From an optimization exercise on the open Yosys and OpenROAD flow, aimed at small area, a short achievable clock period and few clock cycles; shortcuts taken in it are not production practice. Where RTL was checked, it was by simulation tests only, not by an equivalence proof against the original. The RTL of runs 4 and 5 was laid out without a check of its function. No activity file was given, so power comes from the tool's default toggle rates.

==> flow/design.v <==
module sha256_raw (
    input  wire         clk,
    input  wire         rst,           
    input  wire         start,         
    input  wire         init,          
    input  wire [255:0] state_in,      
    input  wire [7:0]   nblk,          
    output wire         idle,
    output reg          done,          
    output wire [255:0] state_out,
    input  wire         msg_valid,
    input  wire [31:0]  msg_data,
    output wire         msg_ready
);
    reg         busy;           
    reg         pre;            
    reg  [5:0]  t;              
    reg  [7:0]  left;           
    reg  [31:0] h0, h1, h2, h3, h4, h5, h6, h7;    
    reg  [31:0] A, B, C, E, F, G, T;
    reg  [31:0] XT;             
    reg  [31:0] XE;             
    reg  [31:0] w [0:15];       
    reg  [31:0] kr;             
    reg  [31:0] PT, PE;         
    reg  [31:0] S;              
    reg         t60, t61, t62, t63, last, needword;
    wire [5:0]  tn = t + 6'd1;
    wire        lastn = t63 & ~pre ? (left == 8'd2) : last;
    wire en = busy & (~needword | msg_valid);
    assign idle      = ~busy;
    assign msg_ready = busy & needword;
    assign state_out = {h0, h1, h2, h3, h4, h5, h6, h7};
    reg [31:0] kn;
    always @(*) begin
        case (t)
            6'd0:  kn = 32'h3956c25b; 6'd1:  kn = 32'h59f111f1;
            6'd2:  kn = 32'h923f82a4; 6'd3:  kn = 32'hab1c5ed5;
            6'd4:  kn = 32'hd807aa98; 6'd5:  kn = 32'h12835b01;
            6'd6:  kn = 32'h243185be; 6'd7:  kn = 32'h550c7dc3;
            6'd8:  kn = 32'h72be5d74; 6'd9:  kn = 32'h80deb1fe;
            6'd10: kn = 32'h9bdc06a7; 6'd11: kn = 32'hc19bf174;
            6'd12: kn = 32'he49b69c1; 6'd13: kn = 32'hefbe4786;
            6'd14: kn = 32'h0fc19dc6; 6'd15: kn = 32'h240ca1cc;
            6'd16: kn = 32'h2de92c6f; 6'd17: kn = 32'h4a7484aa;
            6'd18: kn = 32'h5cb0a9dc; 6'd19: kn = 32'h76f988da;
            6'd20: kn = 32'h983e5152; 6'd21: kn = 32'ha831c66d;
            6'd22: kn = 32'hb00327c8; 6'd23: kn = 32'hbf597fc7;
            6'd24: kn = 32'hc6e00bf3; 6'd25: kn = 32'hd5a79147;
            6'd26: kn = 32'h06ca6351; 6'd27: kn = 32'h14292967;
            6'd28: kn = 32'h27b70a85; 6'd29: kn = 32'h2e1b2138;
            6'd30: kn = 32'h4d2c6dfc; 6'd31: kn = 32'h53380d13;
            6'd32: kn = 32'h650a7354; 6'd33: kn = 32'h766a0abb;
            6'd34: kn = 32'h81c2c92e; 6'd35: kn = 32'h92722c85;
            6'd36: kn = 32'ha2bfe8a1; 6'd37: kn = 32'ha81a664b;
            6'd38: kn = 32'hc24b8b70; 6'd39: kn = 32'hc76c51a3;
            6'd40: kn = 32'hd192e819; 6'd41: kn = 32'hd6990624;
            6'd42: kn = 32'hf40e3585; 6'd43: kn = 32'h106aa070;
            6'd44: kn = 32'h19a4c116; 6'd45: kn = 32'h1e376c08;
            6'd46: kn = 32'h2748774c; 6'd47: kn = 32'h34b0bcb5;
            6'd48: kn = 32'h391c0cb3; 6'd49: kn = 32'h4ed8aa4a;
            6'd50: kn = 32'h5b9cca4f; 6'd51: kn = 32'h682e6ff3;
            6'd52: kn = 32'h748f82ee; 6'd53: kn = 32'h78a5636f;
            6'd54: kn = 32'h84c87814; 6'd55: kn = 32'h8cc70208;
            6'd56: kn = 32'h90befffa; 6'd57: kn = 32'ha4506ceb;
            6'd58: kn = 32'hbef9a3f7; 6'd59: kn = 32'hc67178f2;
            6'd60: kn = 32'h428a2f98; 6'd61: kn = 32'h71374491;
            6'd62: kn = 32'hb5c0fbcf; default: kn = 32'he9b5dba5;
        endcase
    end
    wire [31:0] S1  = {E[5:0], E[31:6]} ^ {E[10:0], E[31:11]} ^ {E[24:0], E[31:25]};
    wire [31:0] CH  = (E & F) ^ (~E & G);
    wire [31:0] S0  = {A[1:0], A[31:2]} ^ {A[12:0], A[31:13]} ^ {A[21:0], A[31:22]};
    wire [31:0] MJ  = (A & B) | (C & (A | B));
    wire [31:0] as1 = T ^ S0 ^ MJ;
    wire [31:0] ac1 = (T & S0) | (MJ & (T | S0));
    wire [31:0] A_new = as1 + {ac1[30:0], 1'b0};
    wire [31:0] ts1 = XT ^ S1 ^ CH;
    wire [31:0] tc1 = (XT & S1) | (CH & (XT | S1));
    wire [31:0] T_new = ts1 + {tc1[30:0], 1'b0};
    wire [31:0] es1 = XE ^ S1 ^ CH;
    wire [31:0] ec1 = (XE & S1) | (CH & (XE | S1));
    wire [31:0] E_new = es1 + {ec1[30:0], 1'b0};
    wire [31:0] hsa   = ({32{t61}} & h3) | ({32{t62}} & h2) | ({32{t63}} & h1);
    wire [31:0] hse   = ({32{t60}} & h7) | ({32{t61}} & h6) | ({32{t62}} & h5);
    wire [31:0] sum_a = hsa + A;
    wire [31:0] sum_e = hse + E;
    wire        zk  = pre & t60;    
    wire [31:0] xw  = {32{~zk}} & w[15];
    wire [31:0] x0  = {32{t60}} & h0;
    wire [31:0] x4  = {32{t60}} & h4;
    wire [31:0] pts = kr ^ xw ^ x0;
    wire [31:0] ptc = (kr & xw) | (x0 & (kr | xw));
    wire [31:0] PT_new = pts + {ptc[30:0], 1'b0};
    wire [31:0] pes = kr ^ xw ^ x4;
    wire [31:0] pec = (kr & xw) | (x4 & (kr | xw));
    wire [31:0] PE_new = pes + {pec[30:0], 1'b0};
    wire [31:0] gs  = ({32{t62}} & h7) | ({32{~t62}} & G);
    wire [31:0] bs  = ({32{t62}} & h3) | ({32{t63}} & h2) | ({32{~(t62 | t63)}} & B);
    wire [31:0] XT_new = gs + PT;
    wire [31:0] qs1 = bs ^ gs ^ PE;
    wire [31:0] qc1 = (bs & gs) | (PE & (bs | gs));
    wire [31:0] XE_new = qs1 + {qc1[30:0], 1'b0};
    wire [31:0] ws0   = {w[2][6:0], w[2][31:7]} ^ {w[2][17:0], w[2][31:18]} ^ (w[2] >> 3);
    wire [31:0] wps   = w[1] ^ w[10] ^ ws0;
    wire [31:0] wpc   = (w[1] & w[10]) | (ws0 & (w[1] | w[10]));
    wire [31:0] S_new = wps + {wpc[30:0], 1'b0};
    wire [31:0] ws1   = {w[14][16:0], w[14][31:17]} ^ {w[14][18:0], w[14][31:19]} ^ (w[14] >> 10);
    wire [31:0] wnext = S + ws1;
    integer i;
    always @(posedge clk) begin
        if (rst) begin
            busy <= 1'b0;
            done <= 1'b0;
        end else begin
            done <= en & t63 & ~pre & last;
            if (!busy) begin
                t60 <= 1'b1; t61 <= 1'b0; t62 <= 1'b0; t63 <= 1'b0;
                needword <= 1'b1;
                last <= (nblk == 8'd1);
                if (start) begin
                    busy <= 1'b1;
                    pre  <= 1'b1;
                    t    <= 6'd60;
                    left <= nblk;
                end
            end else if (en) begin
                t <= tn;
                t60 <= (tn == 6'd60); t61 <= (tn == 6'd61);
                t62 <= (tn == 6'd62); t63 <= (tn == 6'd63);
                last <= lastn;
                needword <= (tn <= 6'd11) | ((tn >= 6'd60) & ((pre & ~t63) | ~lastn));
                if (t63) begin
                    pre <= 1'b0;
                    if (!pre) begin
                        left <= left - 8'd1;
                        if (last)
                            busy <= 1'b0;
                    end
                end
            end
        end
    end
    always @(posedge clk) begin
        if (!busy) begin
            if (init) begin
                h0 <= 32'h6a09e667; h1 <= 32'hbb67ae85;
                h2 <= 32'h3c6ef372; h3 <= 32'ha54ff53a;
                h4 <= 32'h510e527f; h5 <= 32'h9b05688c;
                h6 <= 32'h1f83d9ab; h7 <= 32'h5be0cd19;
            end else begin
                h0 <= state_in[255:224]; h1 <= state_in[223:192];
                h2 <= state_in[191:160]; h3 <= state_in[159:128];
                h4 <= state_in[127:96];  h5 <= state_in[95:64];
                h6 <= state_in[63:32];   h7 <= state_in[31:0];
            end
        end else if (en) begin
            if (t60) h7 <= sum_e;
            if (t61) begin h3 <= sum_a; h6 <= sum_e; end
            if (t62) begin h2 <= sum_a; h5 <= sum_e; h4 <= E_new; end
            if (t63) begin h1 <= sum_a; h0 <= A_new; end
        end
    end
    always @(posedge clk) begin
        if (!busy) begin
            A <= 32'd0; B <= 32'd0; C <= 32'd0; T <= 32'd0;
            E <= 32'd0; F <= 32'd0; G <= 32'd0; XT <= 32'd0; XE <= 32'd0;
            kr <= 32'd0; PT <= 32'd0; PE <= 32'd0;
        end else if (en) begin
            A  <= A_new;
            B  <= t63 ? sum_a : A;
            C  <= t63 ? h2 : B;
            T  <= T_new;
            E  <= E_new;
            F  <= t62 ? sum_e : E;
            G  <= t62 ? h6 : F;
            XT <= XT_new;
            XE <= XE_new;
            kr <= kn;
            PT <= PT_new;
            PE <= PE_new;
        end
    end
    always @(posedge clk) begin
        if (en) begin
            for (i = 0; i < 15; i = i + 1) w[i] <= w[i+1];
            w[15] <= needword ? msg_data : wnext;
            S <= S_new;
        end
    end
endmodule
==> flow/flow/run.sh <==
#!/bin/bash
# The standard layout (standard.sh), with the smallest buffer cell on the
# ports and timing repair aiming 5.5 ns past the clock period.
export BUFFER_PORTS_ARGS="-buffer_cell sky130_fd_sc_hd__buf_1"
export SETUP_SLACK_MARGIN=5.5
bash standard.sh > standard.log 2>&1
==> flow/standard.sh <==
#!/bin/bash
# synth_recipe.tcl (not shown) runs the flow's synth.tcl, then flattens the netlist and writes it again
# the make line also repeats each setting of config.mk as NAME=value (left out here)
make -C /OpenROAD-flow-scripts/flow DESIGN_CONFIG=/design/flow/config.mk WORK_HOME=/design/flow/orfs CLKGATE_MAP_FILE= SYNTH_SCRIPT=/design/flow/synth_recipe.tcl "${@:-finish}"
==> flow/config.mk <==
export PLATFORM = sky130hd
export DESIGN_NAME = sha256_raw
export DESIGN_NICKNAME = sha256_raw
export VERILOG_FILES = /design/flow/design.v
export SDC_FILE = /design/flow/constraint.sdc
export NUM_CORES = 4
export LEC_CHECK = 0
export CAP_MARGIN = 20
export CORE_MARGIN = 2
export CORE_UTILIZATION = 30
export CTS_CLUSTER_DIAMETER = 80
export CTS_CLUSTER_SIZE = 30
export SLEW_MARGIN = 20
==> flow/constraint.sdc <==
create_clock -name core_clock -period 10.0 [get_ports {clk}]
set_input_delay 2.0000 -clock core_clock [delete_from_list [all_inputs] [get_ports {clk}]]
set_output_delay 2.0000 -clock core_clock [all_outputs]
set_load 0.01 [all_outputs]
==> out/qor.csv, run 1 <==
metric;value;unit
synth-edff-count;789;
syn_area_per_cell;10.1;µm²
nFillCells;24000;
largest_reg_flops;480;
area_delta_synth_final;14.5;%
coreArea;235000;µm²
drive_gt1_frac;0.0654;
drc;0;
slew_viol_final;0;
path_class;reg2reg;
die_width;489;µm
holdPathEnd;w[12][28];
final_util;0.345;
fin_cells;10600;
cts_tree;done;
holdCritStartpoint;w[13][28];
max_freq;223;MHz
dpl.hpwl;228000;µm
synthFlopType;edfxtp_1;
cp_top_family;compound AO/OA/AOI/OAI gates;
power_density;300;nW/µm²
hold_violations;0;
h-tree-depth;3;
tightest_slew;1180;ps
total_power;24300;µW
final_period_minus_worst_setup_slack;4480;ps
wl_per_cell;27.7;µm
path_cells;xnor2_2, xnor2_2, ha_1, xnor2_1, ha_1, fa_1, a211oi_1, o21bai_1, a21o_1, a21oi_1, nor2b_1, nor2_1, xor2_1, a21oi_1;
seq_area;31500;µm²
clk-insertion-delay-late;810;ps
p_leak;0.0321;µW
drt_first_iter_violations;6146;
fin_tns_setup;0;ps
dieArea;239000;µm²
synthArstFlopShare;0;
ys_seq_elements;1175;
start_kind;flip-flop;
rsz0062_at_grt;yes;
relSlewSlack;0.216;
vias;56800;
cp_slowest_stage_delay;600;ps
syn_inst;6960;
switching_power;11700;µW
grt_max_degree;179;
internal-power;12700;µW
status;complete, no violations;
hold_path_depth;0;
num_rows;178;
post_dp_cell_area;75900;µm²
p_clk_frac;0.171;
wl;293000;µm
final-setup-viol-count;0;
multiInputGateArea;36900;µm²
numCtsBuffers;84;
peakVddDrop;0.202;mV
crit_path_end_kind;flip-flop;
dp.cells;10400;
switching_share;0.479;
place_congestion;0.971;
path_buf_inv;0;
cts.sinks;1175;
netlist_area;70600;µm²
antenna_found_initial;26;
combPwrFrac;0.513;
die_h;489;µm
initial_utilization;0.301;
cpMaxStageDelayCell;xor2_1;
routed_via_density;5.37;
syn_nets;7840;
cts.clk_slew.worst_paths;110;ps
drv_cap;0;
rr_startpoint;E[26];
ff2ff_setup_slack;5520;ps
r2r-end;h4[9];
ios;560;
io_buffers;559;
synth_cell_types;87;
design_area;80900;µm²
clockBufferDepth;3;
max_flop_register;w;
cp.required;10450;ps
grt_pass1_vias;55800;
grt.total_usage;0.236;
ant_nets;0;
grt_pass1_wl;407000;µm
ys_seq_area_frac;0.445;
critPathArrivalTime;4920;ps
gr-total-overflow;0;
cts-root-buf;clkbuf_16;
hp-class;reg2reg;
yosysWarnings;2;
pwr-share-seq;0.316;
nNetsFinal;8231;
period_share;0.448;
worstPathMaxFanout;7;
ctsHoldBuffers;0;
rr_worst_depth;14;
drt_first_pass_iters;11;
clock_skew;104;ps
-- cell usage after synthesis (12+ instances only) --
library cell | instances | share of area
a21oi_1 | 461 | 0.033
inv_1 | 453 | 0.024
clkbuf_1 | 342 | 0.018
nor4_1 | 12 | 0.0011
a22o_1 | 158 | 0.020
a21o_1 | 240 | 0.026
o31ai_1 | 26 | 0.0028
and2_1 | 86 | 0.0076
buf_1 | 38 | 0.0020
o21ai_0 | 551 | 0.039
a31oi_1 | 60 | 0.0053
o21a_1 | 90 | 0.0096
or3_1 | 15 | 0.0013
nand2_1 | 735 | 0.039
nand3_1 | 79 | 0.0056
edfxtp_1 | 789 | 0.34
a222oi_1 | 63 | 0.0089
xnor2_1 | 441 | 0.055
mux2i_1 | 163 | 0.023
nand2b_1 | 51 | 0.0045
a311oi_1 | 21 | 0.0026
a41oi_1 | 13 | 0.0016
o22a_1 | 21 | 0.0026
nor3_1 | 59 | 0.0042
nand4_1 | 47 | 0.0042
nor2b_1 | 43 | 0.0038
xor2_1 | 169 | 0.021
dfxtp_1 | 386 | 0.11
and3_1 | 36 | 0.0032
a211oi_1 | 42 | 0.0045
ha_1 | 383 | 0.068
o21bai_1 | 99 | 0.011
o211ai_1 | 36 | 0.0038
mux2_2 | 14 | 0.0022
fa_1 | 196 | 0.056
o21ai_1 | 25 | 0.0018
nor2_1 | 331 | 0.018
-- routing by layer --
metal,GRT usage,wire [µm]
met5,0,107
met4,0.163,24000
met3,0.0362,19300
met2,0.375,133000
met1,0.294,117000
-- timing repair --
item / CTS / global route
setup buffers: 24 / 28
setup endpoints to repair: 253 / 299
pin swaps: 24 / 39
cloned: 3 / 9
gates resized for setup: 104 / 98
-- power groups by stage --
stage	clock (µW)	sequential [µW]	combinational, µW
final	4160	7690	12500
after global routing	4400	7730	13400
after CTS	4230	7670	12100
after detailed placement	0	7760	11800
after global placement	0	7740	11800
after floorplan	0	6920	7950
-- worst max-delay path by stage --
stage | end | slack (ps) | start | depth (start not counted)
3_3_place_gp | PE[31] | 4150 | t60 | 17
6_report | h4[9] | 5520 | E[26] | 14
3_5_place_dp | PE[31] | 4040 | t60 | 17
2_1_floorplan | S[0] | 5540 | msg_valid | 6
5_1_grt | h5[31] | 5350 | t62 | 18
4_1_cts | S[25] | 5470 | w[2][19] | 14
-- through the flow --
stage               hold WS (ps)  worst slack (ps)
floorplan                    400              5540
global placement             400              4150
detailed placement           405              4040
CTS                          384              5470
global route                 380              5350
finish                       386              5520
-- cells in the final DEF (no fill, tap or decap), drive strengths merged, types with 27 or more instances in the layout --
cell / instances
a211oi: 42
a21o: 242
a21oi: 463
a222oi: 63
a22o: 158
a31oi: 62
and2: 86
and3: 36
buf: 676
clkbuf: 94
clkinv: 33
dfxtp: 386
edfxtp: 789
fa: 196
ha: 383
inv: 489
mux2i: 163
nand2: 736
nand2b: 51
nand3: 79
nand4: 47
nor2: 331
nor2b: 43
nor3: 59
o211ai: 36
o21a: 90
o21ai: 577
o21bai: 99
o31ai: 27
xnor2: 441
xor2: 169
-- cells by family after synthesis --
group,synth area share
adders and majority gates,0.124
DFF,0.445
and+or+nand+nor,0.0956
muxes,0.0266
AOI/OAI and AO/OA,0.189
buffers and inverters,0.0445
xor gates and xnor gates,0.0756
-- final cells by class --
type                    instances  share of cell area
well taps                    3150              0.0487
diodes                         10            0.000309
repair buffers                685              0.0429
clock buffers                  86              0.0263
multi-input cells            4949               0.456
clock inverters                68              0.0157
flip-flops and latches       1175               0.389
inverters                     456              0.0213
Testbench counts, summed over its fixed seeds: cycles 120,520.
==> run 2: changes to the inputs <==
--- a/flow/config.mk
+++ b/flow/config.mk
@@ -7,7 +7,7 @@
 export LEC_CHECK = 0
 export CAP_MARGIN = 20
 export CORE_MARGIN = 2
-export CORE_UTILIZATION = 30
+export CORE_UTILIZATION = 40
 export CTS_CLUSTER_DIAMETER = 80
 export CTS_CLUSTER_SIZE = 30
 export SLEW_MARGIN = 20
==> run 2 against run 1 <==
Effect of this change:
- setup slack lost 33 ps
- hold slack gained 11 ps
- global-route usage grew 5.3 points
- count of clock-buffer cells in the layout shrank 3
- via count shrank 0.95%
- design area shrank 1.9%
- sequential share of layout area grew 0.78 points
- register-to-register slack lost 30 ps
- critical path type unchanged
- largest power group unchanged
- highest routed layer unchanged
==> out/qor.csv, run 2 <==
metric;value;unit
status;complete, no violations;
rr_startpoint;t62;
place_congestion;1.02;
drc;0;
crit_path_end_kind;flip-flop;
clock_skew;55.7;ps
gr-total-overflow;0;
antenna_found_initial;6;
rr_worst_depth;15;
clk-insertion-delay-late;780;ps
r2r-end;XE[28];
drt_first_pass_iters;8;
cp.required;10630;ps
hold_violations;0;
h-tree-depth;3;
initial_utilization;0.402;
path_cells;buf_4, bufbuf_16, a22o_1, a21oi_1, fa_1, inv_1, ha_1, nand2_1, nor2_1, nand3_1, a311o_1, nand2_1, o21ai_0, xor2_1, o21ai_0;
p_clk_frac;0.162;
vias;56200;
period_share;0.451;
worstPathMaxFanout;18;
coreArea;176000;µm²
cts-root-buf;clkbuf_16;
nNetsFinal;8226;
crit_start;t62;
drive_gt1_frac;0.0615;
cp_slowest_stage_delay;720;ps
ios;560;
grt_pass1_vias;54400;
switching_share;0.477;
switching_power;11500;µW
grt.total_usage;0.289;
synth-edff-count;789;
combPwrFrac;0.526;
nFillCells;16800;
post_dp_cell_area;74900;µm²
drt_first_iter_violations;5778;
clockBufferDepth;3;
synthArstFlopShare;0;
pwr-share-seq;0.313;
largest_reg_flops;480;
netlist_area;70600;µm²
cts_tree;done;
fin_tns_setup;0;ps
final_cell_mix;789 x edfxtp_1, 730 x nand2_1, 559 x buf_1;
dieArea;180000;µm²
ys_top_cells_by_area;edfxtp_1 34%, dfxtp_1 11%, ha_1 6.8%, fa_1 5.6%, xnor2_1 5.5%;
relSlewSlack;0.263;
internal-power;12600;µW
design_area;79300;µm²
holdCritStartpoint;w[12][0];
area_delta_synth_final;12.3;%
grt_pass1_wl;382000;µm
cts.clk_slew.worst_paths;110;ps
die_width;424;µm
synth_top_area_frac;0.335;
syn_area_per_cell;10.1;µm²
p_leak;0.0319;µW
dpl.hpwl;206000;µm
drv_cap;0;
yosysMostFrequentCell;edfxtp_1;
cts.sinks;1175;
routed_via_density;5.77;
ff2ff_setup_slack;5490;ps
grt_max_degree;157;
power_density;303;nW/µm²
numCtsBuffers;79;
ys_seq_area_frac;0.445;
synth_cell_types;87;
mostFrequentLayoutCell;edfxtp_1;
synth_top_area_cell;edfxtp_1;
rsz0062_at_grt;no;
die_h;424;µm
ys_seq_elements;1175;
holdPathEnd;w[11][0];
slew_viol_final;0;
syn_nets;7840;
ctsHoldBuffers;0;
critPathArrivalTime;5130;ps
ant_nets;0;
max_flop_register;w;
peakVddDrop;0.166;mV
io_buffers;559;
ys_top_cells_by_count;789 x edfxtp_1, 735 x nand2_1, 551 x o21ai_0;
yosysWarnings;2;
tightest_slew;1100;ps
start_kind;flip-flop;
final-setup-viol-count;0;
cpMaxStageDelayCell;a21oi_1;
path_class;reg2reg;
syn_inst;6960;
synthFlopType;edfxtp_1;
hp-class;reg2reg;
max_freq;222;MHz
wl;268000;µm
hold_path_depth;0;
num_rows;154;
final_period_minus_worst_setup_slack;4510;ps
wl_per_cell;27.5;µm
==> run 2: what timing repair did <==
| action | in CTS | in global routing |
|---|---|---|
| hold endpoints to repair | 0 | 0 |
| setup buffers | 19 | 29 |
| cloned | 5 | 2 |
| gates resized for setup | 90 | 90 |
| pin swaps | 14 | 34 |
| setup endpoints to repair | 525 | 419 |
==> run 2: cell families after synthesis <==
family,Yosys count,synth area share
xor+xnor,610,0.0756
flops,1175,0.445
mux,181,0.0266
fa+ha+maj,584,0.124
simple gates,1528,0.0956
compound gates,2045,0.189
buf+inv,837,0.0445
==> run 2: power by group through the flow <==
stage / combinational, µW / sequential (µW) / clock [µW]
floorplan: 7950 / 6920 / 0
global placement: 11900 / 7560 / 0
detailed placement: 11900 / 7570 / 0
CTS: 12200 / 7480 / 3960
global route: 13500 / 7560 / 4110
finish: 12600 / 7510 / 3890
==> run 2: stage by stage <==
step,hold slack (ps),cells,util,total power (µW),worst slack [ps]
2_1_floorplan,400,6960,-,14900,5540
3_5_place_dp,405,9550,0.426,19500,3970
6_report,397,9750,0.451,24000,5490
5_1_grt,404,9750,0.451,25200,5490
3_3_place_gp,400,9550,0.426,19500,4050
4_1_cts,393,9718,0.448,23600,5500
==> run 2: worst max-delay path, delay by kind of cell, from the launching register on <==
kind	cells	cell delay, ps
compound gates	5	1570
xor+xnor	1	210
fa+ha+maj	2	750
buf+inv	3	560
flops	1	440
simple gates	4	820
==> run 2: worst max-delay path by stage <==
stage	to	slack, ps	cells past startpoint
6_report	XE[28]	5490	15
5_1_grt	h3[31]	5490	15
4_1_cts	h0[31]	5500	17
3_5_place_dp	XE[31]	3970	15
3_3_place_gp	XE[31]	4050	15
2_1_floorplan	S[0]	5540	6
==> run 2: area by class of cell <==
| class | count | area [µm²] | share of cell area |
|---|---|---|---|
| inverter | 456 | 1730 | 0.0218 |
| multi-input combinational | 4949 | 36800 | 0.464 |
| clock inverter | 61 | 1030 | 0.0130 |
| tap | 2340 | 2930 | 0.0369 |
| sequential | 1175 | 31500 | 0.397 |
| antenna | 1 | 2.50 | 0.0000315 |
| clock buffer | 83 | 2020 | 0.0255 |
| timing repair buffer | 685 | 3340 | 0.0421 |
==> run 2: per-layer routing <==
layer,share of wire,vias to the layer above,GRT usage
met2,0.46,2440,0.463
li1,-,25600,-
met4,0.080,4,0.192
met3,0.063,562,0.0387
met5,0.00011,-,0
met1,0.40,27600,0.367
==> run 3: changes to the inputs <==
==> flow/flow/run.sh (replaced) <==
#!/bin/bash
# The standard layout (standard.sh), with the smallest buffer cell on the
# ports and timing repair aiming 5.6 ns past the clock period.
export BUFFER_PORTS_ARGS="-buffer_cell sky130_fd_sc_hd__buf_1"
export SETUP_SLACK_MARGIN=5.6
bash standard.sh > standard.log 2>&1
==> run 3 against run 2 <==
Effect of this change:
- setup slack gained 8.7 ps
- sequential share of layout area shrank 0.35 points
- register-to-register slack is essentially flat
- via count grew 0.21%
- clock power grew 2%
- non-clock buffer count grew 22
- sequential power is essentially flat
- synthesized cell count is the same
- global-route usage grew 0.085 points
- total power grew 0.77%
- core utilization grew 0.41 points
- largest cell class unchanged
==> out/qor.csv, run 3 <==
metric;value;unit
tightest_slew;1130;ps
peakVddDrop;0.169;mV
synthFlopType;edfxtp_1;
vias;56300;
yosysWarnings;2;
p_leak;0.0322;µW
hold_violations;0;
grt.total_usage;0.290;
gr-total-overflow;0;
syn_inst;6960;
clockBufferDepth;3;
nNetsFinal;8250;
ys_top_cells_by_count;789 x edfxtp_1, 735 x nand2_1, 551 x o21ai_0;
cts.clk_slew.worst_paths;110;ps
max_flop_register;w;
ys_seq_elements;1175;
cts.sinks;1175;
die_width;424;µm
final-setup-viol-count;0;
die_h;424;µm
dpl.hpwl;206000;µm
critPathArrivalTime;5030;ps
clock_skew;52.4;ps
dieArea;180000;µm²
h-tree-depth;3;
numCtsBuffers;81;
seq_area;31500;µm²
final_util;0.455;
cts_tree;done;
grt_max_degree;197;
ant_nets;0;
ys_top_cells_by_area;edfxtp_1 34%, dfxtp_1 11%, ha_1 6.8%, fa_1 5.6%, xnor2_1 5.5%;
ios;560;
power_density;303;nW/µm²
grt_pass1_wl;382000;µm
fin_tns_setup;0;ps
mostFrequentLayoutCell;edfxtp_1;
nFillCells;16700;
largest_reg_flops;480;
synth_top_area_frac;0.335;
syn_nets;7840;
synth_cell_types;87;
syn_area_per_cell;10.1;µm²
wl_per_cell;27.4;µm
crit_path_end_kind;flip-flop;
place_congestion;0.995;
routed_via_density;5.76;
final_period_minus_worst_setup_slack;4500;ps
multiInputGateArea;37200;µm²
total_power;24200;µW
synth_top_area_cell;edfxtp_1;
slew_viol_final;0;
ys_seq_area_frac;0.445;
synth-edff-count;789;
netlist_area;70600;µm²
wl;268000;µm
relSlewSlack;0.246;
initial_utilization;0.402;
drv_cap;0;
worstPathMaxFanout;8;
yosysMostFrequentCell;edfxtp_1;
drive_gt1_frac;0.0750;
cts-root-buf;clkbuf_16;
hold_slack;411;ps
drt_first_iter_violations;5966;
status;complete, no violations;
area_delta_synth_final;13.3;%
max_freq;222;MHz
drt_first_pass_iters;9;
period_share;0.450;
synthArstFlopShare;0;
hp-class;reg2reg;
grt_pass1_vias;54600;
clk-insertion-delay-late;760;ps
path_class;reg2reg;
num_rows;154;
coreArea;176000;µm²
start_kind;flip-flop;
antenna_found_initial;10;
drc;0;
cp.required;10530;ps
io_buffers;559;
final_cell_mix;789 x edfxtp_1, 728 x nand2_1, 559 x buf_1;
rsz0062_at_grt;yes;
==> run 3: cell families after synthesis <==
family,after synthesis,share of synthesized area
and+or+nand+nor,1528,0.0956
DFF,1175,0.445
AOI/OAI and AO/OA,2045,0.189
xor gates and xnor gates,610,0.0756
adders and majority gates,584,0.124
muxes,181,0.0266
buffers and inverters,837,0.0445
==> run 3: per-stage QoR <==
step | instances | worst slack, ps | instance area [µm²]
after detailed placement | 9552 | 3760 | 74900
after global placement | 9552 | 3870 | 74900
after global routing | 9778 | 5420 | 80000
after CTS | 9744 | 5430 | 79200
final | 9780 | 5500 | 80000
after floorplan | 6960 | 5620 | 70700
==> run 3: path summary, 6_finish.rpt <==
| kind | slack, ps | depth (start not counted) | end | from |
|---|---|---|---|---|
| worst min-delay path | 410 | 0 | w[3][28] | w[4][28] |
| worst max register to register | 5500 | 14 | h0[28] | A[7] |
| worst max-delay path | 5500 | 14 | h0[28] | A[7] |
| worst min register to register | 410 | 0 | w[3][28] | w[4][28] |
==> run 3: area by class of cell <==
class | count | share of cell area
multi-input combinational | 4949 | 0.464
tap | 2340 | 0.0366
inverter | 456 | 0.0215
clock inverter | 67 | 0.0138
antenna | 4 | 0.000125
sequential | 1175 | 0.393
clock buffer | 82 | 0.0256
timing repair buffer | 707 | 0.0445
==> run 3: report_power, final <==
part | internal [µW] | switching, µW | total, µW
sequential | 6270 | 1250 | 7520
clock | 1760 | 2200 | 3960
combinational | 4650 | 8080 | 12700
total | 12700 | 11500 | 24200
==> run 3: repair_timing <==
action	in CTS	in global routing
endpoints found under the setup margin	732	415
pin swaps	38	50
hold buffers	0	0
cloned	8	1
buffers inserted	35	31
gates resized for setup	147	129
==> run 3: metal layers <==
metal,vias up,track usage,share of wire
met5,-,0,0.00010
met4,4,0.181,0.076
met3,524,0.0369,0.062
met2,2334,0.472,0.46
met1,27800,0.367,0.40
li1,25700,-,-
==> run 3: worst max-delay path: stages, from the launching register on <==
cell and delay, ps:
dfxtp_2 550, a21o_1 170, o21ai_0 180, fa_1 570, inv_1 40, ha_1 410
nand3_1 140, nor4_1 480, o31ai_2 160, a21oi_2 290, a41oi_2 250, o31ai_1 410
a21oi_1 180, xnor2_2 220, a21o_1 210
==> run 4: changes to the inputs <==
--- a/flow/design.v
+++ b/flow/design.v
@@ -84,7 +84,7 @@
     wire [31:0] hsa   = ({32{t61}} & h3) | ({32{t62}} & h2) | ({32{t63}} & h1);
     wire [31:0] hse   = ({32{t60}} & h7) | ({32{t61}} & h6) | ({32{t62}} & h5);
     wire [31:0] sum_a = hsa + A;
-    wire [31:0] sum_e = hse + E;
+    wire [31:0] sum_e;          
     wire        zk  = pre & t60;    
     wire [31:0] xw  = {32{~zk}} & w[15];
     wire [31:0] x0  = {32{t60}} & h0;
@@ -106,7 +106,10 @@
     wire [31:0] wpc   = (w[1] & w[10]) | (ws0 & (w[1] | w[10]));
     wire [31:0] S_new = wps + {wpc[30:0], 1'b0};
     wire [31:0] ws1   = {w[14][16:0], w[14][31:17]} ^ {w[14][18:0], w[14][31:19]} ^ (w[14] >> 10);
-    wire [31:0] wnext = S + ws1;
+    wire        fe    = t60 | t61 | t62;
+    wire [31:0] wsum  = (fe ? hse : S) + (fe ? E : ws1);
+    wire [31:0] wnext = wsum;
+    assign      sum_e = wsum;
     integer i;
     always @(posedge clk) begin
         if (rst) begin
==> flow/flow/run.sh (replaced) <==
#!/bin/bash
# The standard layout (standard.sh), with the smallest buffer cell on the
# ports and timing repair aiming 5.5 ns past the clock period.
export BUFFER_PORTS_ARGS="-buffer_cell sky130_fd_sc_hd__buf_1"
export SETUP_SLACK_MARGIN=5.5
bash standard.sh > standard.log 2>&1
--- a/flow/config.mk
+++ b/flow/config.mk
@@ -8,6 +8,4 @@
 export CAP_MARGIN = 20
 export CORE_MARGIN = 2
 export CORE_UTILIZATION = 40
-export CTS_CLUSTER_DIAMETER = 80
-export CTS_CLUSTER_SIZE = 30
 export SLEW_MARGIN = 20
==> run 4 against run 3 <==
Effect of this change:
- still clean on timing, DRC and antenna
- cell count fell by 1.2%
- total power grew 9.8%
- fmax decreased by 3.9%
- via count up 1.6%
- flip-flop and latch count unchanged
- first-iteration DRC count rose by 20%
- critical path depth increased by 2
- register-to-register slack worse by 180 ps
- area after synthesis down 2.1%
- critical path type unchanged
==> out/qor.csv, run 4 <==
metric;value;unit
mostFrequentLayoutCell;edfxtp_1;
h-tree-depth;4;
switching_share;0.472;
start_kind;flip-flop;
hp-class;reg2reg;
post-place-ws;4090;ps
ctsHoldBuffers;0;
fin_tns_setup;0;ps
hold_violations;0;
ys_top_cells_by_count;789 x edfxtp_1, 721 x nand2_1, 629 x o21ai_0;
crit_path_end_kind;flip-flop;
final-setup-viol-count;0;
p_clk_frac;0.187;
internal-power;14000;µW
synth_top_area_frac;0.343;
slew_viol_final;0;
ios;560;
power_density;331;nW/µm²
fin_cells;9666;
io_buffers;559;
clockBufferDepth;3;
syn_nets;7606;
synthArstFlopShare;0;
switching_power;12600;µW
path_class;reg2reg;
rsz0062_at_grt;yes;
final_util;0.467;
gr-total-overflow;0;
syn_inst;6753;
initial_utilization;0.403;
drive_gt1_frac;0.0902;
cp_top_family;compound AO/OA/AOI/OAI gates;
ys_seq_elements;1175;
dp.cells;9315;
max_flop_register;w;
wl;299000;µm
clk-insertion-delay-late;800;ps
dpl.hpwl;227000;µm
cts.sinks;1175;
area_delta_synth_final;16.1;%
final_period_minus_worst_setup_slack;4680;ps
synth_cell_types;90;
grt_pass1_wl;405000;µm
final_cell_mix;789 x edfxtp_1, 713 x nand2_1, 601 x o21ai_0;
clock_skew;25.4;ps
cts_tree;done;
cpMaxStageDelayCell;a222oi_1;
routed_via_density;5.92;
p_leak;0.0319;µW
coreArea;172000;µm²
synthFlopType;edfxtp_1;
yosysWarnings;2;
pwr-share-seq;0.299;
syn_area_per_cell;10.2;µm²
drc;0;
max_freq;213;MHz
relSlewSlack;0.134;
ant_nets;0;
period_share;0.468;
status;complete, no violations;
nNetsFinal;8090;
drt_first_iter_violations;7132;
drv_cap;0;
cts.clk_slew.worst_paths;60;ps
grt_pass1_vias;53700;
largest_reg_flops;480;
cts-root-buf;clkbuf_16;
combPwrFrac;0.514;
die_h;420;µm
grt.total_usage;0.326;
tightest_slew;1260;ps
peakVddDrop;0.224;mV
place_congestion;1.06;
grt_max_degree;206;
postLayoutSetupSlackWorst;5320;ps
worstPathMaxFanout;6;
drt_first_pass_iters;8;
yosysMostFrequentCell;edfxtp_1;
num_rows;152;
design_area;80200;µm²
ys_seq_area_frac;0.455;
path_cells;buf_12, buf_16, a222oi_1, a21oi_2, fa_2, a21o_1, a21oi_2, o21ai_2, a21o_1, a31oi_4, o21ai_4, a31o_4, a311oi_2, xor2_1, buf_4, a21oi_1;
antenna_found_initial;26;
vias;57200;
critPathArrivalTime;5200;ps
numCtsBuffers;136;
post_dp_cell_area;73400;µm²
die_width;420;µm
cp_slowest_stage_delay;870;ps
path_buf_inv;3;
synth-edff-count;789;
ys_top_cells_by_area;edfxtp_1 34%, dfxtp_1 11%, ha_1 6.5%, fa_1 5.6%, xnor2_1 5.0%;
dieArea;176000;µm²
cp.required;10510;ps
netlist_area;69100;µm²
wl_per_cell;30.9;µm
synth_top_area_cell;edfxtp_1;
[run 4: cell count changes after synthesis, moves of 19 or more]
cell      delta
xor2_1      +19
xnor2_1     -45
ha_1        -26
a21o_1      -56
mux2i_1     -19
inv_1       -27
o21ai_0     +78
o21bai_1    -23
[run 4: through the flow]
stage	power, µW	hold slack, ps
global placement	20400	400
detailed placement	20400	405
floorplan	15100	400
finish	26600	408
global route	27600	413
CTS	25900	410
[run 4: cell families (layout without fill, tap and decap cells)]
family	count (synthesis)	count (layout)	synth area share
buffers and inverters	801	1387	0.0435
adder cells (fa/ha/maj)	557	557	0.122
XOR/XNOR	585	585	0.0743
AND/OR/NAND/NOR	1461	1464	0.0937
other	0	14	0
AO/OA/AOI/OAI	2001	2001	0.185
flip-flops	1175	1175	0.455
multiplexers	173	173	0.0267
[run 4: area by class of cell]
| type | instances | area (µm²) |
|---|---|---|
| tap | 2310 | 2890 |
| fill | 16200 | 91500 |
| clock inverter | 78 | 726 |
| antenna | 14 | 35.0 |
| timing repair buffer | 716 | 3910 |
| inverter | 428 | 1630 |
| sequential | 1175 | 31500 |
| multi-input combinational | 4780 | 35900 |
| clock buffer | 165 | 3590 |
[run 4: layer usage]
metal,up-vias,global-route usage,routed length [µm]
met2,3162,0.506,133000
met5,-,0,119
met4,20,0.247,27300
li1,25200,-,-
met3,804,0.0621,25100
met1,28100,0.403,113000
[run 4: what timing repair did]
action,4_1_cts,5_1_grt
buffers inserted,24,52
pin swaps,30,47
setup endpoints to repair,780,180
cloned,8,10
gates resized for setup,189,154
[run 4: worst reg2reg max path, delay by kind of cell (launching register included)]
family	cells	cell delay, ps
buf+inv	3	500
compound gates	11	2800
xor+xnor	1	170
flops	1	470
fa+ha+maj	1	470
[run 4: final timing paths]
check,endpoint,from,slack (ps),cells past startpoint
worst max register to register,h7[30],t60,5320,16
worst max-delay path,h7[30],t60,5320,16
worst min-delay path,w[4][26],w[5][26],410,0
worst min register to register,w[4][26],w[5][26],410,0
[run 4: power groups by stage]
stage          logic [µW]  registers [µW]  clock network, µW
2_1_floorplan        8060            7010                  0
3_3_place_gp        12400            7940                  0
3_5_place_dp        12500            7940                  0
4_1_cts             13000            7860               5040
5_1_grt             14400            7940               5210
6_report            13700            7940               4980
==> run 5: changes to the inputs <==
--- a/flow/design.v
+++ b/flow/design.v
@@ -27,9 +27,12 @@
     reg         t60, t61, t62, t63, last, needword;
     wire [5:0]  tn = t + 6'd1;
     wire        lastn = t63 & ~pre ? (left == 8'd2) : last;
-    wire en = busy & (~needword | msg_valid);
+    reg         vr;             
+    reg  [31:0] wr;
+    wire en = busy & (~needword | vr);
+    wire consume = en & needword;
     assign idle      = ~busy;
-    assign msg_ready = busy & needword;
+    assign msg_ready = ~vr | consume;
     assign state_out = {h0, h1, h2, h3, h4, h5, h6, h7};
     reg [31:0] kn;
     always @(*) begin
@@ -84,7 +87,7 @@
     wire [31:0] hsa   = ({32{t61}} & h3) | ({32{t62}} & h2) | ({32{t63}} & h1);
     wire [31:0] hse   = ({32{t60}} & h7) | ({32{t61}} & h6) | ({32{t62}} & h5);
     wire [31:0] sum_a = hsa + A;
-    wire [31:0] sum_e;          
+    wire [31:0] sum_e = hse + E;
     wire        zk  = pre & t60;    
     wire [31:0] xw  = {32{~zk}} & w[15];
     wire [31:0] x0  = {32{t60}} & h0;
@@ -106,16 +109,16 @@
     wire [31:0] wpc   = (w[1] & w[10]) | (ws0 & (w[1] | w[10]));
     wire [31:0] S_new = wps + {wpc[30:0], 1'b0};
     wire [31:0] ws1   = {w[14][16:0], w[14][31:17]} ^ {w[14][18:0], w[14][31:19]} ^ (w[14] >> 10);
-    wire        fe    = t60 | t61 | t62;
-    wire [31:0] wsum  = (fe ? hse : S) + (fe ? E : ws1);
-    wire [31:0] wnext = wsum;
-    assign      sum_e = wsum;
+    wire [31:0] wnext = S + ws1;
     integer i;
     always @(posedge clk) begin
         if (rst) begin
             busy <= 1'b0;
             done <= 1'b0;
+            vr   <= 1'b0;
         end else begin
+            if (msg_ready)
+                vr <= msg_valid;
             done <= en & t63 & ~pre & last;
             if (!busy) begin
                 t60 <= 1'b1; t61 <= 1'b0; t62 <= 1'b0; t63 <= 1'b0;
@@ -185,9 +188,13 @@
         end
     end
     always @(posedge clk) begin
+        if (msg_ready)
+            wr <= msg_data;
+    end
+    always @(posedge clk) begin
         if (en) begin
             for (i = 0; i < 15; i = i + 1) w[i] <= w[i+1];
-            w[15] <= needword ? msg_data : wnext;
+            w[15] <= needword ? wr : wnext;
             S <= S_new;
         end
     end
==> flow/flow/run.sh (replaced) <==
#!/bin/bash
# The standard layout (standard.sh), with the smallest buffer cell on the
# ports and timing repair aiming 5.75 ns past the clock period.
export BUFFER_PORTS_ARGS="-buffer_cell sky130_fd_sc_hd__buf_1"
export SETUP_SLACK_MARGIN=5.75
bash standard.sh > standard.log 2>&1
--- a/flow/config.mk
+++ b/flow/config.mk
@@ -8,4 +8,6 @@
 export CAP_MARGIN = 20
 export CORE_MARGIN = 2
 export CORE_UTILIZATION = 40
+export CTS_CLUSTER_DIAMETER = 80
+export CTS_CLUSTER_SIZE = 30
 export SLEW_MARGIN = 20
==> run 5 against run 4 <==
Effect of this change:
- still clean on timing, DRC and antenna
- count of clock-buffer cells in the layout down 75
- critical endpoint is now XE[29]
- clock power decreased by about 20%
- largest power group unchanged
- critical path depth stayed put
- largest cell class unchanged
==> out/qor.csv, run 5 <==
metric;value;unit
status;complete, no violations;
max_flop_register;w;
drive_gt1_frac;0.109;
cp.required;10640;ps
drt_first_iter_violations;6505;
synth_top_family_by_area;compound AO/OA/AOI/OAI gates;
start_kind;flip-flop;
clk-insertion-delay-late;770;ps
ios;560;
synth_compound_area_frac;0.188;
yosysMostFrequentCell;edfxtp_1;
dpl.hpwl;220000;µm
final_cell_mix;821 x edfxtp_1, 701 x nand2_1, 559 x buf_1;
design_area;82400;µm²
synth_mux_area_frac;0.0250;
coreArea;176000;µm²
hp-class;reg2reg;
m1WireLength;111000;µm
grt_pass1_vias;54900;
total_power;25100;µW
drc;0;
yosys.area_share.simple;0.0903;
cpMaxStageDelayCell;edfxtp_1;
relSlewSlack;0.207;
largest_reg_flops;480;
place_congestion;1.02;
slew_viol_final;0;
antenna_found_initial;13;
wl_met2;134000;µm
fin_tns_setup;0;ps
routed_via_density;5.90;
p_leak;0.0326;µW
synth_xor_xnor_area_share;0.0743;
syn_area_per_cell;10.3;µm²
ant_nets;0;
rsz0062_at_grt;yes;
synth_top_area_cell;edfxtp_1;
max_freq;223;MHz
gr-total-overflow;0;
ys_top_cells_by_count;821 x edfxtp_1, 713 x nand2_1, 594 x o21ai_0;
peakVddDrop;0.170;mV
critPathArrivalTime;5120;ps
initial_utilization;0.403;
synthArstFlopShare;0;
post-place-ws;4420;ps
cts-root-buf;clkbuf_16;
tightest_slew;1160;ps
area_delta_synth_final;16.2;%
grt_max_degree;191;
mostFrequentLayoutCell;edfxtp_1;
die_h;425;µm
ctsHoldBuffers;0;
ys_seq_elements;1208;
post_dp_cell_area;75200;µm²
syn_nets;7735;
period_share;0.448;
final_period_minus_worst_setup_slack;4480;ps
dieArea;181000;µm²
synth-edff-count;821;
synthFlopType;edfxtp_1;
power_density;305;nW/µm²
netlist_area;70900;µm²
syn_inst;6855;
wl;291000;µm
wl_per_cell;29.8;µm
cp_slowest_stage_delay;420;ps
h-tree-depth;3;
grt.total_usage;0.310;
grt_pass1_wl;402000;µm
cts.sinks;1208;
drv_cap;0;
io_buffers;559;
crit_path_end_kind;flip-flop;
synth_fa_ha_area_frac;0.124;
drt_first_pass_iters;10;
numCtsBuffers;81;
dr.max_layer_used;met5;
path_cells;buf_6, buf_12, mux2_2, fa_1, ha_2, fa_2, a21o_1, a21o_1, a2111o_1, nand2_2, o21ai_4, a221oi_4, o211a_4, nor3_1, or4_1, a32o_1;
hold_violations;0;
path_class;reg2reg;
die_width;425;µm
synth_cell_types;90;
ys_seq_area_frac;0.457;
crit_path_frequent_cell;a21o_1;
clock_skew;67.2;ps
num_rows;154;
ff2ff_setup_slack;5520;ps
dr_wl_met3;20800;µm
final-setup-viol-count;0;
cts_tree;done;
vias;57600;
worstPathMaxFanout;12;
nNetsFinal;8245;
yosysWarnings;2;
clockBufferDepth;3;
synth_top_area_frac;0.348;
cts.clk_slew.worst_paths;90;ps
postLayoutSetupSlackWorst;5520;ps
ys_top_cells_by_area;edfxtp_1 35%, dfxtp_1 11%, ha_1 6.8%, fa_1 5.5%, xnor2_1 5.3%;
-- run 5: routing by layer --
layer	vias up	track usage
met2	2978	0.499
li1	25700	-
met3	633	0.0485
met4	6	0.211
met1	28400	0.382
met5	-	0
-- run 5: kinds of logic (layout without fill, tap and decap cells) --
logic type	Yosys count	count (layout)
AOI/OAI and AO/OA	2045	2045
and+or+nand+nor	1446	1448
buffers and inverters	800	1371
other	0	8
DFF	1208	1208
muxes	170	170
xor gates and xnor gates	602	602
adders and majority gates	584	584
-- run 5: final cells by class --
cell class | count | area, µm²
Clock buffer | 90 | 2190
Fill cell | 16600 | 93700
Multi-Input combinational cell | 4849 | 37800
Antenna cell | 8 | 20.0
Clock inverter | 56 | 943
Timing Repair Buffer | 784 | 4310
Sequential cell | 1208 | 32500
Tap cell | 2340 | 2930
Inverter | 441 | 1660
-- run 5: worst max-delay path: cells and delay by family, from the launching register on --
| family | cells | cell delay, ps |
|---|---|---|
| AO/OA/AOI/OAI | 7 | 1640 |
| adder cells (fa/ha/maj) | 3 | 930 |
| AND/OR/NAND/NOR | 3 | 590 |
| flip-flops | 1 | 420 |
| multiplexers | 1 | 390 |
| buffers and inverters | 2 | 340 |
-- run 5: final timing paths --
path | start | end | cells after the start
max | t62 | XE[29] | 16
min | w[6][0] | w[5][0] | 0
max reg2reg | t62 | XE[29] | 16
min reg2reg | w[6][0] | w[5][0] | 0
-- run 5: per-stage QoR --
stage / util / cells / hold slack, ps
2_1_floorplan: - / 6855 / 400
3_3_place_gp: 0.427 / 9453 / 400
3_5_place_dp: 0.427 / 9453 / 405
4_1_cts: 0.455 / 9670 / 398
5_1_grt: 0.468 / 9768 / 399
6_report: 0.468 / 9776 / 400
-- run 5: repair_timing --
action / in CTS / in global routing
resized for setup: 264 / 282
endpoints found under the setup margin: 329 / 190
buffers inserted: 62 / 93
cloned: 9 / 4
pin swaps: 66 / 151
-- run 5: report_power, final --
group / leakage [µW] / switching, µW / internal [µW]
logic: 0.0201 / 8280 / 4960
registers: 0.0110 / 1450 / 6450
clock network: 0.00147 / 2190 / 1770
total: 0.0326 / 11900 / 13200

[afterwards: timing with drivers on the ports]
Ports are ideal in the flow. The routed layouts listed here were re-timed in OpenROAD. Step 1 sets driving cells, clkbuf_16 on the clock port and buf_2 on the other inputs (assumed; they add their load-dependent delay and slew). Step 2 adds t to the input delays and takes it off the output delays; t is the mean of the earliest and latest rising clock arrival at the registers after step 1. Input paths then give back, and output paths get back, about the clock's delay inside the block. Three values: no drivers, after step 1, after step 2; two values: the first two.
run	shift t [ns]	slack for setup (ns)	hold WS [ns]	worst setup path after step 2	cell pins on the clock port's net
run 1	0.856	5.524 / 5.524 / 4.772	0.386 / 0.386 / 0.386	input to register	1
run 2	0.849	5.492 / 5.421 / 4.858	0.397 / 0.397 / 0.397	input to register	1
run 3	0.843	5.500 / 5.500 / 5.005	0.411 / 0.411 / 0.411	input to register	1
run 4	0.891	5.316 / 5.316 / 4.748	0.408 / 0.408 / 0.408	input to register	1
run 5	0.839	5.524 / 5.524 / 5.524	0.400 / 0.400 / 0.400	register to register	1
After both steps setup and hold are still met in every run listed. For run 1, which loses most, drivers alone change the setup slack by 0.000 ns; drivers and shift together by -0.752 ns.
